What follows belongs to an exercise in optimizing a design on an open flow for small area, a short achievable clock period and few clock cycles per item; a production flow would make more cautious choices.
RTL that was checked went through simulation tests only; none was proved equivalent to the original.
Power and IR drop assume default switching activity.

## 07-27
Design pwm_minp, start of the top module:
module pwm_minp (
    input  wire        clk,
    input  wire        rst,
    input  wire        in_valid,
    output wire        in_ready,
    input  wire [18:0] in_per,
    input  wire [13:0] in_dly_r,
    input  wire [13:0] in_dly_f,
    input  wire [10:0] in_duty_max,
    input  wire        in_clamp,
    input  wire        in_clear,
    input  wire [7:0]  in_ls,
    input  wire [75:0] in_h,
    input  wire [3:0]  in_centre,
    output reg         out_valid,
    output reg  [7:0]  out_ls,
    output reg  [75:0] out_on,
    output reg  [75:0] out_off,
    output reg  [3:0]  out_drop,
    output reg  [3:0]  out_raise
);
Size in the first run: ~6400 cells after synthesis, about 320 I/O pins, ~51000 um^2 of cells after synthesis.
Settings: LEC_CHECK=0, ABC_AREA=1, CAP_MARGIN=20, CORE_MARGIN=2, CORE_UTILIZATION=40, SLEW_MARGIN=20; clock period 26.0 ns.
run.sh (not shown) runs the stock make flow with config.mk's settings and CLKGATE_MAP_FILE= SYNTH_SCRIPT=/design/flow/synth_recipe.tcl, a recipe that flattens the netlist after the stock synthesis.
07-27 completed; timing, DRC and antenna clean
Input-level comparison between 02-06 and 07-27:
Settings: swapping 20 for 70 in SLEW_MARGIN; swapping 20 for 50 in CAP_MARGIN.
### Flow results
02-06 finished every stage and its layout cleared the timing, design-rule and antenna checks.
Going from 07-27 to 02-06, cell count after placement level, amount of wire on met2 after detailed routing moved up, net switching power figure moved up, post-route cell area moved up.
Est. power | 02-06 vs 07-27 | 02-06 higher
Summary of 02-06 over 07-27: number of non-clock buffers went up by about 5%; combinational power went up by about 1%; met3 track demand over resource in global routing stayed essentially flat.
No functional check of the RTL was part of any run of this note.

Setup of build 66:
pwm_minp, a different RTL version from the one above (not shown whole).
Size in the first run: ~6200 cells after synthesis, about 320 I/O pins, about 50000 µm² of cells after synthesis.
export LEC_CHECK = 0
export ABC_AREA = 1
export CAP_MARGIN = 50
export CORE_MARGIN = 2
export CORE_UTILIZATION = 40
export CTS_CLUSTER_DIAMETER = 100
export CTS_CLUSTER_SIZE = 20
export SLEW_MARGIN = 70
create_clock -name core_clock -period 26.0 [get_ports {clk}]
standard.sh (not shown) runs the stock make flow with config.mk's settings and CLKGATE_MAP_FILE= SYNTH_SCRIPT=/design/flow/synth_recipe.tcl, a recipe that flattens the netlist after the stock synthesis.
==> flow/flow/run.sh <==
#!/bin/bash
# The standard layout, with every port buffered by a buf_2 instead of the
# buffer_ports default, and timing repair aiming at 19.5 ns of setup slack.
set -euo pipefail
export BUFFER_PORTS_ARGS="-buffer_cell sky130_fd_sc_hd__buf_2"
export SETUP_SLACK_MARGIN=19.5
bash standard.sh > standard.log 2>&1
Testbench counts of build 66, summed over its fixed seeds: cycles 32,032, items 32,000.
### build 66 -> build 25
==> flow/flow/run.sh <==
#!/bin/bash
# The standard layout, with every port buffered by a buf_1 instead of the
# buffer_ports default, and timing repair aiming at 19.5 ns of setup slack.
set -euo pipefail
export BUFFER_PORTS_ARGS="-buffer_cell sky130_fd_sc_hd__buf_1"
export SETUP_SLACK_MARGIN=19.5
bash standard.sh > standard.log 2>&1
==> flow/config.mk <==
export PLATFORM = sky130hd
export DESIGN_NAME = pwm_minp
export DESIGN_NICKNAME = pwm_minp
export VERILOG_FILES = /design/flow/design.v
export SDC_FILE = /design/flow/constraint.sdc
export NUM_CORES = 4
export LEC_CHECK = 0
export ABC_AREA = 1
export CAP_MARGIN = 30
export CORE_MARGIN = 2
export CORE_UTILIZATION = 55
export CTS_CLUSTER_DIAMETER = 100
export CTS_CLUSTER_SIZE = 20
export SLEW_MARGIN = 50
Findings:
Compared build 25 vs build 66, and cell internal power dissipation is down in build 25. Initial antenna violation count ends up higher on build 66. Relative to build 66, die height decreased by 52 µm in build 25. From build 66 to build 25 the numbers moved as follows: worst-case headroom to the max-slew limit dropped 25 points; final-layout worst hold slack closely matched the old numbers; count of fill cells added during filler insertion fell 3971. Number of nets at the end of the flow delta for build 25 relative to build 66: 33 lower. When the final numbers for build 66 and build 25 were put side by side, the sequential cell area share turned out to be greater in build 25. Re total power: build 66 was higher than build 25.
The following lists how build 49 was set up differently from build 25:
==> flow/flow/run.sh <==
#!/bin/bash
# The standard layout, with every port buffered by a buf_1 instead of the
# buffer_ports default, and timing repair aiming at 19.7 ns of setup slack.
set -euo pipefail
export BUFFER_PORTS_ARGS="-buffer_cell sky130_fd_sc_hd__buf_1"
export SETUP_SLACK_MARGIN=19.7
bash standard.sh > standard.log 2>&1
==> flow/config.mk <==
export PLATFORM = sky130hd
export DESIGN_NAME = pwm_minp
export DESIGN_NICKNAME = pwm_minp
export VERILOG_FILES = /design/flow/design.v
export SDC_FILE = /design/flow/constraint.sdc
export NUM_CORES = 4
export LEC_CHECK = 0
export ABC_AREA = 1
export CAP_MARGIN = 20
export CORE_MARGIN = 2
export CORE_UTILIZATION = 40
export CTS_CLUSTER_DIAMETER = 120
export CTS_CLUSTER_SIZE = 25
export SLEW_MARGIN = 30
### Flow results
Routed metal-1 wirelength: lower on build 25
Fraction of met1 tracks used by global routing | build 49 below build 25
Delta (build 49 minus build 25): combined flip-flop and latch cell area picked up an extra about 0.75%; number of logic inverters in the finished layout comparable; total power now larger.
Between build 49 and build 25, the non-clock buffer count is lower for build 25.
Comparing build 25 against build 49, there is no change at all in synthesized cell count.
The higher ratio of cells with drive above 1 in the final layout came out of build 49.
The endpoint of the worst setup timing path comes out out_drop[2] in one run and out_off[15] in the other, namely in build 25 and build 49 respectively.
Build 25 -> build 49: register area share after synthesis flat
Routed wire in build 49 totals more than in build 25.
> inputs changed (build 49 -> build 13)
==> flow/flow/run.sh <==
#!/bin/bash
# The standard layout, with every port buffered by a buf_1 instead of the
# buffer_ports default, and timing repair aiming at 19.5 ns of setup slack.
set -euo pipefail
export BUFFER_PORTS_ARGS="-buffer_cell sky130_fd_sc_hd__buf_1"
export SETUP_SLACK_MARGIN=19.5
bash standard.sh > standard.log 2>&1
-- flow/config.mk --
<<< build 49, line 10
export CORE_MARGIN = 2
export CORE_UTILIZATION = 40
export CTS_CLUSTER_DIAMETER = 120
export CTS_CLUSTER_SIZE = 25
>>> build 13, line 10
export CORE_MARGIN = 2
export CORE_UTILIZATION = 40
export CTS_BUF_LIST = sky130_fd_sc_hd__clkbuf_8 sky130_fd_sc_hd__clkbuf_16
export CTS_CLUSTER_DIAMETER = 120
export CTS_CLUSTER_SIZE = 25
### Flow results
Build 13 and build 49 all finish clean. Cmp build 13 vs build 49: worst setup slack lower in build 13. Summary of build 13 over build 49: routed wire length fell 0.43%; share of total power in the clock network grew by 0.3 points; non-clock buffer count shrank by 0.98%; area added between synthesis and finish -2.2 points.
The inputs of build 27 differ from those of build 13 as listed below.
-- flow/config.mk --
<<< build 13, line 10
export CORE_MARGIN = 2
export CORE_UTILIZATION = 40
export CTS_BUF_LIST = sky130_fd_sc_hd__clkbuf_8 sky130_fd_sc_hd__clkbuf_16
export CTS_CLUSTER_DIAMETER = 120
export CTS_CLUSTER_SIZE = 25
>>> build 27, line 10
export CORE_MARGIN = 2
export CORE_UTILIZATION = 40
export CTS_CLUSTER_DIAMETER = 120
export CTS_CLUSTER_SIZE = 25
On worst-case setup margin in the final layout, build 13 and build 27 are neck and neck. ~same post-synth design cell area in build 13 and build 27. Build 27 -> build 13: post-cts hold buffer count delta 0, exact match. | internal power contribution | build 13 vs build 27 | ≈ equal |. Comparing build 13 against build 27, there is no change at all in post-CTS setup buffer count. | time the worst path needs with I/O delays and setup | build 27 vs build 13 | ≈ equal |. Looking at build 13 and build 27, the final design area excluding fillers is a wash. Build 27 was carried through to the last stage, and its layout satisfied the timing, design-rule and antenna checks.
The inputs of build 35 differ from those of build 27 as listed below.
==> flow/flow/run.sh <==
#!/bin/bash
# The standard layout, with every port buffered by a buf_2 instead of the
# buffer_ports default, and timing repair aiming at 19.5 ns of setup slack.
set -euo pipefail
export BUFFER_PORTS_ARGS="-buffer_cell sky130_fd_sc_hd__buf_2"
export SETUP_SLACK_MARGIN=19.5
bash standard.sh > standard.log 2>&1
==> flow/config.mk <==
export PLATFORM = sky130hd
export DESIGN_NAME = pwm_minp
export DESIGN_NICKNAME = pwm_minp
export VERILOG_FILES = /design/flow/design.v
export SDC_FILE = /design/flow/constraint.sdc
export NUM_CORES = 4
export LEC_CHECK = 0
export ABC_AREA = 1
export CAP_MARGIN = 50
export CORE_MARGIN = 2
export CORE_UTILIZATION = 55
export CTS_CLUSTER_DIAMETER = 120
export CTS_CLUSTER_SIZE = 25
export SLEW_MARGIN = 70
## What came out
- [diff] smallest hold slack, build 35 relative to build 27: regression
- Compared with build 27, build 35 shows a higher final area.
- Of build 27 and build 35, the higher number of iterations in the first detailed-routing pass belongs to build 35.
- The clock transition at the registers of the reported paths of build 27 and that of build 35 are within noise of each other.
- Comparing build 27 and build 35, core box area is lower on build 35.
- In build 35 the relative contribution of the clock network to total power turned out 0.6 points lower than in build 27.
- Taking build 27 as the reference, in build 35 initial cell density of the core now larger; share of the clock period used by the worst path after layout now smaller; worst setup slack after layout now larger.

The RTL this note starts from:
==> flow/design.v <==
module pwm_minp (
    input  wire        clk,
    input  wire        rst,
    input  wire        in_valid,
    output wire        in_ready,
    input  wire [18:0] in_per,
    input  wire [13:0] in_dly_r,
    input  wire [13:0] in_dly_f,
    input  wire [10:0] in_duty_max,
    input  wire        in_clamp,
    input  wire        in_clear,
    input  wire [7:0]  in_ls,
    input  wire [75:0] in_h,
    input  wire [3:0]  in_centre,
    output reg         out_valid,
    output reg  [7:0]  out_ls,
    output reg  [75:0] out_on,
    output reg  [75:0] out_off,
    output reg  [3:0]  out_drop,
    output reg  [3:0]  out_raise
);
    assign in_ready = 1'b1;
    reg        s0_valid;
    reg [18:0] s0_per;
    reg [13:0] s0_dly_r, s0_dly_f;
    reg [10:0] s0_duty_max;
    reg        s0_clamp, s0_clear;
    reg [7:0]  s0_ls;
    reg [75:0] s0_h;
    reg [3:0]  s0_centre;
    always @(posedge clk) begin
        s0_valid    <= in_valid & ~rst;
        s0_per      <= in_per;
        s0_dly_r    <= in_dly_r;
        s0_dly_f    <= in_dly_f;
        s0_duty_max <= in_duty_max;
        s0_clamp    <= in_clamp;
        s0_clear    <= in_clear;
        s0_ls       <= in_ls;
        s0_h        <= in_h;
        s0_centre   <= in_centre;
    end
    wire [18:0] duty_hi;
    pwm_minp_mul u_mul (.d(s0_duty_max[9:0]), .p(s0_per), .y(duty_hi));
    wire [14:0] thr_h0    = 15'd2000 + s0_dly_r;
    wire [14:0] thr_l0    = 15'd2000 + s0_dly_f;
    wire [18:0] pmt0      = s0_per - thr_l0;
    reg        s1_valid;
    reg [18:0] s1_per, s1_max_h, s1_pmt;
    reg [14:0] s1_thr_h;
    reg        s1_full, s1_clamp;
    reg [7:0]  s1_ls;
    reg [75:0] s1_h;
    reg [3:0]  s1_centre;
    always @(posedge clk) begin
        s1_valid  <= s0_valid & ~rst;
        s1_per    <= s0_per;
        s1_max_h  <= duty_hi | (s0_duty_max[10] ? s0_per : 19'd0);
        s1_pmt    <= pmt0;
        s1_thr_h  <= thr_h0;
        s1_full   <= s0_duty_max[10];
        s1_clamp  <= s0_clamp;
        s1_ls     <= s0_ls;
        s1_h      <= s0_h;
        s1_centre <= s0_centre;
    end
    reg [18:0] cv [0:3];         
    reg [3:0]  cf_low;           
    reg [18:0] per_c;            
    reg rst_q;
    always @(posedge clk) rst_q <= rst;
    always @(posedge clk)
        if (s1_valid) per_c <= s1_per;
    wire c_zero = rst_q | (s0_valid & s0_clear);
    reg        s2_valid;
    reg [18:0] s2_per;
    reg [7:0]  s2_ls;
    reg [75:0] s2_h;
    reg [3:0]  s2_centre, s2_drop, s2_raise;
    genvar l;
    generate
        for (l = 0; l < 4; l = l + 1) begin : g_leg
            wire [18:0] h   = s1_h[19*l +: 19];
            wire        sw  = (s1_ls[2*l +: 2] == 2'd0);
            wire [18:0] v   = cv[l];
            wire        f   = cf_low[l];
            wire r_nz    = |h;
            wire r_sh    = r_nz & (h[18:15] == 4'd0) & (h[14:0] < s1_thr_h);
            wire r_isper = (h == s1_per);
            wire r_sl    = (h > s1_pmt) & ~r_isper;
            wire [19:0] x0 = {1'b0, h};
            wire [19:0] x1 = {1'b0, v};
            wire [19:0] x2 = f ? {1'b1, ~per_c} : 20'd0;
            wire [19:0] cs_s = x0 ^ x1 ^ x2;
            wire [19:0] cs_c = (x0 & x1) | (x0 & x2) | (x1 & x2);
            wire [19:0] hc;
            add_bk #(20) u_hc (.a(cs_s), .b({cs_c[18:0], f}), .ci(1'b0), .s(hc), .co());
            wire neg  = hc[19];
            wire over = ~neg & (hc[18:0] > s1_max_h);
            wire nz_c    = ~neg & (|hc[18:0]);
            wire sh_c    = nz_c & (hc[18:15] == 4'd0) & (hc[14:0] < s1_thr_h);
            wire isper_c = ~neg & (hc[18:0] == s1_per);
            wire sl_c    = ~neg & (hc[18:0] > s1_pmt) & ~isper_c;
            wire nz    = over ? r_nz    : nz_c;
            wire sh    = over ? r_sh    : sh_c;
            wire isper = over ? r_isper : isper_c;
            wire sl    = over ? r_sl    : sl_c;
            wire cf    = s1_clamp | over;
            wire dropH  = sh & ~cf;
            wire raiseH = sh & cf;
            wire dropL  = sl & ~cf & s1_full;
            wire raiseL = sl & ~(~cf & s1_full);
            wire [18:0] h1 = over ? h : (neg ? 19'd0 : hc[18:0]);
            wire [18:0] h3 = raiseH ? {4'd0, s1_thr_h} : raiseL ? s1_pmt : h1;
            wire isLow  = ~nz | dropH;
            wire isHigh = isper | dropL;
            always @(posedge clk) begin
                if (c_zero) begin
                    cv[l]     <= 19'd0;
                    cf_low[l] <= 1'b0;
                end else if (s1_valid) begin
                    cv[l]     <= (sw & (dropH | dropL)) ? hc[18:0] : 19'd0;
                    cf_low[l] <= sw & dropL;
                end
            end
            always @(posedge clk) begin
                s2_h[19*l +: 19] <= h3;
                s2_ls[2*l +: 2]  <= ~sw ? s1_ls[2*l +: 2] : isLow ? 2'd1 : isHigh ? 2'd2 : 2'd0;
                s2_drop[l]       <= sw & (dropH | dropL);
                s2_raise[l]      <= sw & (raiseH | raiseL);
            end
        end
    endgenerate
    always @(posedge clk) begin
        s2_valid  <= s1_valid & ~rst;
        s2_per    <= s1_per;
        s2_centre <= s1_centre;
    end
    wire [19:0] per1 = {1'b0, s2_per} + 20'd1;
    generate
        for (l = 0; l < 4; l = l + 1) begin : g_place
            wire [18:0] h3  = s2_h[19*l +: 19];
            wire [1:0]  ls  = s2_ls[2*l +: 2];
            wire [19:0] a   = s2_centre[l] ? per1 : {s2_per, 1'b0};
            wire [19:0] b   = s2_centre[l] ? per1 : 20'd0;
            wire [19:0] son, sof;
            add_bk #(20) u_on  (.a(a), .b({1'b1, ~h3}), .ci(1'b1), .s(son), .co());
            add_bk #(20) u_off (.a(b), .b({1'b0, h3}),  .ci(1'b0), .s(sof), .co());
            always @(posedge clk) begin
                out_ls[2*l +: 2]    <= ls;
                out_on[19*l +: 19]  <= (ls == 2'd0) ? son[19:1] : 19'd0;
                out_off[19*l +: 19] <= (ls == 2'd0) ? sof[19:1] : (ls == 2'd2) ? s2_per : 19'd0;
            end
        end
    endgenerate
    always @(posedge clk) begin
        out_valid <= s2_valid & ~rst;
        out_drop  <= s2_drop;
        out_raise <= s2_raise;
    end
endmodule
module pwm_minp_mul (input [9:0] d, input [18:0] p, output [18:0] y);
    wire [28:0] r [0:9];
    genvar i;
    generate for (i = 0; i < 10; i = i + 1) begin : g_pp
        assign r[i] = d[i] ? ({10'd0, p} << i) : 29'd0;
    end endgenerate
    wire [28:0] a1, b1, a2, b2, a3, b3;      
    pwm_minp_csa29 l1a (r[0], r[1], r[2], a1, b1);
    pwm_minp_csa29 l1b (r[3], r[4], r[5], a2, b2);
    pwm_minp_csa29 l1c (r[6], r[7], r[8], a3, b3);
    wire [28:0] a4, b4, a5, b5;              
    pwm_minp_csa29 l2a (a1, b1, a2, a4, b4);
    pwm_minp_csa29 l2b (b2, a3, b3, a5, b5);
    wire [28:0] a6, b6;                      
    pwm_minp_csa29 l3a (a4, b4, a5, a6, b6);
    wire [28:0] a7, b7;                      
    pwm_minp_csa29 l4a (a6, b6, b5, a7, b7);
    wire [28:0] a8, b8;                      
    pwm_minp_csa29 l5a (a7, b7, r[9], a8, b8);
    wire [28:0] sum;
    add_bk #(29) fin (.a(a8), .b(b8), .ci(1'b0), .s(sum), .co());
    assign y = sum[28:10];
endmodule
module pwm_minp_csa29 (input [28:0] x, y, z, output [28:0] s, output [28:0] c);
    assign s = x ^ y ^ z;
    assign c = {(x[27:0] & y[27:0]) | (x[27:0] & z[27:0]) | (y[27:0] & z[27:0]), 1'b0};
endmodule
module add_bk #(parameter W = 20) (
    input  wire [W-1:0] a,
    input  wire [W-1:0] b,
    input  wire         ci,
    output wire [W-1:0] s,
    output wire         co
);
    localparam LG = (W <= 2) ? 1 : (W <= 4) ? 2 : (W <= 8) ? 3 : (W <= 16) ? 4 : (W <= 32) ? 5 : 6;
    reg [W-1:0] g, p;
    reg [W:0]   c;
    integer i, d;
    wire [W-1:0] p0 = a ^ b;
    wire [W-1:0] g0 = a & b;
    always @* begin
        g = g0;
        p = p0;
        g[0] = g[0] | (p[0] & ci);
        for (d = 1; d < (1 << LG); d = d * 2)
            for (i = 2*d - 1; i < W; i = i + 2*d) begin
                g[i] = g[i] | (p[i] & g[i-d]);
                p[i] = p[i] & p[i-d];
            end
        for (d = (1 << (LG - 1)) / 2; d >= 1; d = d / 2)
            for (i = 3*d - 1; i < W; i = i + 2*d) begin
                g[i] = g[i] | (p[i] & g[i-d]);
                p[i] = p[i] & p[i-d];
            end
        c[0] = ci;
        for (i = 0; i < W; i = i + 1) c[i+1] = g[i];
    end
    assign s  = p0 ^ c[W-1:0];
    assign co = c[W];
endmodule
clock: 26.0 ns
lec_check: 0
abc_area: 0
cap_margin: 50
core_margin: 2
core_utilization: 40
cts_cluster_diameter: 100
cts_cluster_size: 20
slew_margin: 70
==> flow/flow/run.sh <==
#!/bin/bash
# The standard layout, with every port buffered by a buf_2 instead of the
# buffer_ports default, and timing repair aiming at 19.5 ns of setup slack.
set -euo pipefail
export BUFFER_PORTS_ARGS="-buffer_cell sky130_fd_sc_hd__buf_2"
export SETUP_SLACK_MARGIN=19.5
bash standard.sh > standard.log 2>&1
Testbench counts at the start, summed over its fixed seeds: cycles 32,032, items 32,000.
Rerun with:
==> flow/flow/run.sh (replaced) <==
#!/bin/bash
# The standard layout, with every port buffered by a buf_1 instead of the
# buffer_ports default, and timing repair aiming at 19.9 ns of setup slack.
set -euo pipefail
export BUFFER_PORTS_ARGS="-buffer_cell sky130_fd_sc_hd__buf_1"
export SETUP_SLACK_MARGIN=19.9
bash standard.sh > standard.log 2>&1
ABC_AREA = 1   (was 0)
CAP_MARGIN = 20   (was 50)
CTS_CLUSTER_DIAMETER = 120   (was 100)
CTS_CLUSTER_SIZE = 25   (was 20)
SLEW_MARGIN = 30   (was 70)
Result:
- The changed run completed without violations
- wire length goes up by about 8%
- final cell count goes up by 14%
- via count goes up by about 10%
- maximum frequency goes up by about 0.47%
- power hardly moves
- die area goes up by about 3%
- clock skew goes up by 0.013 ns
- setup slack is better by 0.030 ns
- core utilization goes down by 1.3 points

-- afterwards: timing with drivers on the ports --
The results above use ideal ports. As a check the final layouts listed here were re-extracted and re-timed, cells and wires unchanged. Step 1 assumes that a clkbuf_16 drives the clock port and a buf_2 every other input. Step 2, shift: input delay + t, output delay - t, t = (earliest + latest rising clock arrival at the registers) / 2. This alone moves slack from input paths to output paths. a / b / c = no drivers / after step 1 / after step 2; a / b = the first two.
run | shift t [ns] | setup WS [ns] | worst setup path at the end
07-27 | 0.776 | 17.931 / 17.931 / 17.931 | register to register
02-06 | 0.802 | 18.745 / 18.745 / 18.745 | register to register
build 66 | 0.742 | 19.550 / 19.477 / 19.720 | register to register
build 25 | 0.756 | 19.543 / 19.468 / 19.772 | register to register
build 49 | 0.738 | 19.630 / 19.553 / 19.939 | register to register
build 13 | 0.740 | 19.555 / 19.479 / 19.831 | register to register
build 27 | 0.740 | 19.556 / 19.480 / 19.810 | register to register
build 35 | 0.728 | 19.605 / 19.531 / 19.825 | register to register
the first run of note 3 | 0.738 | 19.588 / 19.543 / 19.588 | register to register
the second run of note 3 | 0.738 | 19.618 / 19.543 / 20.099 | register to register
After both steps setup and hold are still met in every run listed.
